Background: an optimization exercise with open tools, aiming at small area, a short achievable clock period and few clock cycles per item. Do not read the settings as production practice.
The RTL was checked by simulation tests, not by an equivalence proof against the original design.
Power and IR drop assume default switching activity.

## oz_outer_fill
module oz_outer_fill (
    input  wire        clk,
    input  wire        rst,         
    input  wire        in_valid,
    output reg         in_ready,
    input  wire [7:0]  in_data,
    input  wire        in_erase,
    output reg         out_valid,
    output reg         out_fail,
    output wire [2:0]  out_cnt,
    output wire [23:0] out_pos,
    output wire [31:0] out_val
);
==> module oz_outer_fill, before the edit <==
module oz_outer_fill (
    input  wire        clk,
    input  wire        rst,         
    input  wire        in_valid,
    output reg         in_ready,
    input  wire [7:0]  in_data,
    input  wire        in_erase,
    output reg         out_valid,
    output reg         out_fail,
    output wire [2:0]  out_cnt,
    output wire [23:0] out_pos,
    output wire [31:0] out_val
);
    function automatic [7:0] mul_a1(input [7:0] a);    
        mul_a1 = {a[6:0], 1'b0} ^ (a[7] ? 8'h1D : 8'h00);
    endfunction
    function automatic [7:0] gf_mul(input [7:0] a, input [7:0] b);
        reg [7:0] p;
        reg [7:0] x;
        integer   n;
        begin
            p = 8'h00;
            x = a;
            for (n = 0; n < 8; n = n + 1) begin
                p = p ^ (x & {8{b[n]}});
                x = mul_a1(x);
            end
            gf_mul = p;
        end
    endfunction
    function automatic [7:0] gf_sq(input [7:0] a);
        gf_sq = {a[6],
                 a[3] ^ a[5] ^ a[6],
                 a[5],
                 a[2] ^ a[4] ^ a[5] ^ a[7],
                 a[4] ^ a[6],
                 a[1] ^ a[4] ^ a[5] ^ a[6],
                 a[7],
                 a[0] ^ a[4] ^ a[6] ^ a[7]};
    endfunction
    function automatic [7:0] cm(input integer m, input [7:0] a);   
        case (m)
            0: cm = a;
            1: cm = mul_a1(a);
            2: cm = mul_a1(mul_a1(a));
            default: cm = mul_a1(mul_a1(mul_a1(a)));
        endcase
    endfunction
    function automatic [7:0] mul_am1(input [7:0] a);   
        mul_am1 = {1'b0, a[7:1]} ^ (a[0] ? 8'h8E : 8'h00);
    endfunction
    function automatic [7:0] rom_x(input [5:0] p);
        reg [7:0] h;
        begin
            case (p[5:2])
            4'd0: h = 8'ha1;
            4'd1: h = 8'hd2;
            4'd2: h = 8'ha0;
            4'd3: h = 8'h0a;
            4'd4: h = 8'h23;
            4'd5: h = 8'h77;
            4'd6: h = 8'h35;
            4'd7: h = 8'h9c;
            4'd8: h = 8'hc0;
            4'd9: h = 8'h0c;
            4'd10: h = 8'hc9;
            4'd11: h = 8'h5a;
            4'd12: h = 8'h26;
            4'd13: h = 8'he8;
            4'd14: h = 8'h80;
            4'd15: h = 8'h08;
                default: h = 8'h00;
            endcase
            if (p[0]) h = mul_am1(h);
            if (p[1]) h = mul_am1(mul_am1(h));
            rom_x = h;
        end
    endfunction
    reg        fwd, back;     
    reg  [5:0] idx;           
    reg  [2:0] nerr;          
    reg  [7:0] b  [0:3];
    reg  [5:0] pos[0:3];
    reg  [7:0] t;             
    reg  [1:0] k;             
    reg  [1:0] i;             
    reg  [1:0] asel;          
    reg        prep, fin;     
    reg        chk;           
    assign out_cnt  = nerr;
    assign out_pos  = {pos[3], pos[2], pos[1], pos[0]};
    assign out_val  = {b[3], b[2], b[1], b[0]};
    wire       recv   = in_ready;
    wire       take   = in_valid && in_ready;
    wire [7:0] sym    = in_erase ? 8'h00 : in_data;
    wire       first  = (idx == 6'd0);
    wire       lastp  = (idx == 6'd63);
    wire [2:0] ncur   = first ? 3'd0 : nerr;
    wire       z0     = (ncur == 3'd0);
    wire       z45    = (ncur == 3'd4) || (ncur == 3'd5);
    wire       z5     = (ncur == 3'd5);
    wire [2:0] ninc   = z5 ? 3'd5 : ncur + 3'd1;
    wire [2:0] nnext  = in_erase ? ninc : ncur;
    wire       nosolve = in_erase ? z45 : (z0 || z5);    
    wire [1:0] fm1    = nerr[1:0] - 2'd1;       
    wire       jend   = (i == fm1);             
    wire       flast  = (i == k + 2'd1);        
    wire       klast  = (k == 2'd2) || (k == fm1);   
    wire [1:0] jn     = jend ? k : i + 2'd1;       
    wire [1:0] kn     = jend ? k - 2'd1 : k;
    wire [7:0] xr     = rom_x(recv ? idx : pos[asel]);
    wire [1:0] bs   = fwd ? i - 2'd1 : i;      
    wire [7:0] prod = gf_mul(t, b[bs]);
    wire [7:0] add = recv ? sym : prod;
    reg  [7:0] base [0:3];
    reg  [3:0] ben;
    integer    q;
    always @(*) begin
        for (q = 0; q < 4; q = q + 1) begin
            ben[q] = take || ((fwd || (back && !prep)) && i == q) ||
                     (back && fin && k == q);
            if (recv)
                base[q] = first ? 8'h00 : cm(q, b[q]);
            else if (fwd || k == q)
                base[q] = b[q];
            else
                base[q] = 8'h00;
        end
    end
    reg bad;
    always @(*) begin
        bad = 1'b0;
        for (q = 0; q < 4; q = q + 1)
            if (q >= nerr && b[q] != 8'h00) bad = 1'b1;
    end
    wire done_cw  = take && lastp;
    wire solve_cw = done_cw && !nosolve;
    wire back_end = back && ((chk && (bad || nerr == 3'd1)) ||
                             (fin && jend && k == 2'd0));
    wire recv_nx  = (recv && !solve_cw) || back_end;
    always @(posedge clk) begin
        if (rst) begin
            in_ready  <= 1'b1;
            fwd       <= 1'b0;
            back      <= 1'b0;
            idx       <= 6'd0;
            out_valid <= 1'b0;
        end else begin
            in_ready  <= recv_nx;
            out_valid <= (done_cw && !solve_cw) || back_end;
            if (take || back)
                idx <= (back && (fin || back_end)) ? 6'd0 : idx + 6'd1;
            if (solve_cw)
                fwd <= 1'b1;
            if (fwd && flast && klast) begin
                fwd  <= 1'b0;
                back <= 1'b1;
            end
            if (back_end)
                back <= 1'b0;
        end
    end
    always @(posedge clk) begin
        for (q = 0; q < 4; q = q + 1)
            if (ben[q]) b[q] <= base[q] ^ add;
        if (recv && z0)
            t <= xr;
        if (recv) begin
            k     <= 2'd0;
            i     <= 2'd3;
            fin   <= 1'b0;
            asel  <= 2'd1;             
        end
        if (take) begin
            if (!ncur[2])
                pos[ncur[1:0]] <= idx;
            nerr <= nnext;
            if (done_cw)
                out_fail <= in_erase || !z0;
        end
        if (fwd) begin
            i     <= i - 2'd1;
            if (flast) begin
                t <= xr;
                if (klast) begin
                    k     <= fm1 - 2'd1;
                    i     <= fm1;
                    asel  <= fm1 - 2'd1;
                    prep  <= 1'b1;
                    fin   <= 1'b0;
                    chk   <= 1'b1;
                end else begin
                    k     <= k + 2'd1;
                    i     <= 2'd3;
                    asel  <= ((k + 2'd1 == fm1) || (k == 2'd1)) ? fm1 : k + 2'd2;
                end
            end
        end
        if (back) begin
            prep <= fin;
            fin  <= (idx[2:0] == 3'd6);
            chk  <= 1'b0;
            if (prep) begin
                t    <= gf_sq(t ^ xr);   
                asel <= jn;
            end else
                t    <= gf_sq(t);
            if (fin) begin
                t    <= xr;              
                asel <= kn;
                i    <= jn;
                k    <= kn;
            end
            if (back_end)
                out_fail <= chk && bad;
        end
    end
endmodule
Settings: LEC_CHECK=0, CAP_MARGIN=20, CORE_MARGIN=2, CORE_UTILIZATION=40, GPL_TIMING_DRIVEN=0, SLEW_MARGIN=20; clock period 15.0 ns.
standard.sh (not shown) runs the stock make flow with config.mk's settings and CLKGATE_MAP_FILE= SYNTH_SCRIPT=/design/flow/synth_recipe.tcl, a recipe that flattens the netlist after the stock synthesis.
==> flow/flow/run.sh <==
#!/bin/bash
# The standard layout (standard.sh: ORFS synthesis with synth_recipe.tcl, then floorplan,
# place, cts, route and finish) with three changes, none to the design's registers or to its
# constraints:
#  - ABC maps the logic with an area-oriented script (flow/abc_area.script) in place of ORFS's
#    delay-oriented abc_speed.script; ORFS's scripts are otherwise used unchanged, from a copy
#    whose abc_speed.script is replaced;
#  - every port still gets its buffer, but a buf_1 cell instead of the default delay-buffer
#    cell (the resizer may still upsize it);
#  - the resizer's setup repair aims for more slack than the 15 ns clock needs.
# Each make target's full output goes to its own log_<target>.log here; ORFS also keeps each
# tool's log under orfs/logs.
set -euo pipefail
here=$(pwd)
rm -rf "$here/orfs_scripts"
cp -r "$FLOW_HOME/scripts" "$here/orfs_scripts"
cp "$here/flow/abc_area.script" "$here/orfs_scripts/abc_speed.script"
export SCRIPTS_DIR="$here/orfs_scripts"
export BUFFER_PORTS_ARGS="-buffer_cell sky130_fd_sc_hd__buf_1"
export SETUP_SLACK_MARGIN=10.9
for target in synth floorplan place cts route finish; do
  bash standard.sh "$target" > "log_${target}.log" 2>&1
done
==> flow/flow/abc_area.script <==
strash
&get -n
&fraig -x
&put
scorr
dc2
strash
&get -n
&dch -f
&nf -R 1000
&put
strash
&get -n
&dch -f
&nf -R 1000
&put
Testbench counts at the start, summed over its fixed seeds: cycles 183,209, items 2,400.
Then changed:
--- a/flow/design.v
+++ b/flow/design.v
@@ -98,4 +98,5 @@
     wire [2:0] ncur   = first ? 3'd0 : nerr;
     wire       z0     = (ncur == 3'd0);
+    wire       z1     = (ncur == 3'd1);
     wire       z45    = (ncur == 3'd4) || (ncur == 3'd5);
     wire       z5     = (ncur == 3'd5);
@@ -103,4 +104,5 @@
     wire [2:0] nnext  = in_erase ? ninc : ncur;
     wire       nosolve = in_erase ? z45 : (z0 || z5);    
+    wire       f_is1  = in_erase ? z0 : z1;
     wire [1:0] fm1    = nerr[1:0] - 2'd1;       
     wire       jend   = (i == fm1);             
@@ -170,8 +172,8 @@
             i     <= 2'd3;
             fin   <= 1'b0;
-            asel  <= 2'd1;             
+            asel  <= f_is1 ? 2'd0 : 2'd1;
         end
         if (take) begin
-            if (!ncur[2])
+            if (in_erase && !ncur[2])
                 pos[ncur[1:0]] <= idx;
             nerr <= nnext;
Power rose by 6.5%.
Synthesized cell count grows by 2.4%.
Die area went up by 0.35%.
First-iteration DRC count came out lower by 24%.
Setup slack gets better by 3.7 ps.
Critical path depth stays the same.
Area after synthesis came out higher by 0.37%.
Wire length barely changes.
Non-clock buffer count rises by 3.
Testbench counts after the change, summed over its fixed seeds: cycles 183,209, items 2,400.

==> re-timing with driven ports <==
The flow's constraints put no driver on any port. The routed layouts listed below were extracted and timed again, unchanged, in two steps. Step 1, drivers: a clkbuf_16 drives clk and a buf_2 each remaining input, both assumed. Step 2 adds t to the input delays and takes it off the output delays; t is the mean of the earliest and latest rising clock arrival at the registers after step 1. Input paths then give back, and output paths get back, about the clock's delay inside the block. Three values: no drivers, after step 1, after step 2; two values: the first two.
| run | shift t [ns] | setup slack, ns | hold slack, ns | worst setup path at the end | pins driven straight from the clock port |
|---|---|---|---|---|---|
| the first run | 0.391 | 10.944 / 10.904 / 10.624 | 0.471 / 0.471 / 0.471 | input to register | 1 |
| the second run | 0.389 | 10.947 / 10.907 / 10.606 | 0.496 / 0.496 / 0.496 | input to register | 1 |
After both steps every run listed still meets setup and hold. The setup slack of the second run, which loses most, moves by -0.040 ns with the drivers and by -0.341 ns with both steps.
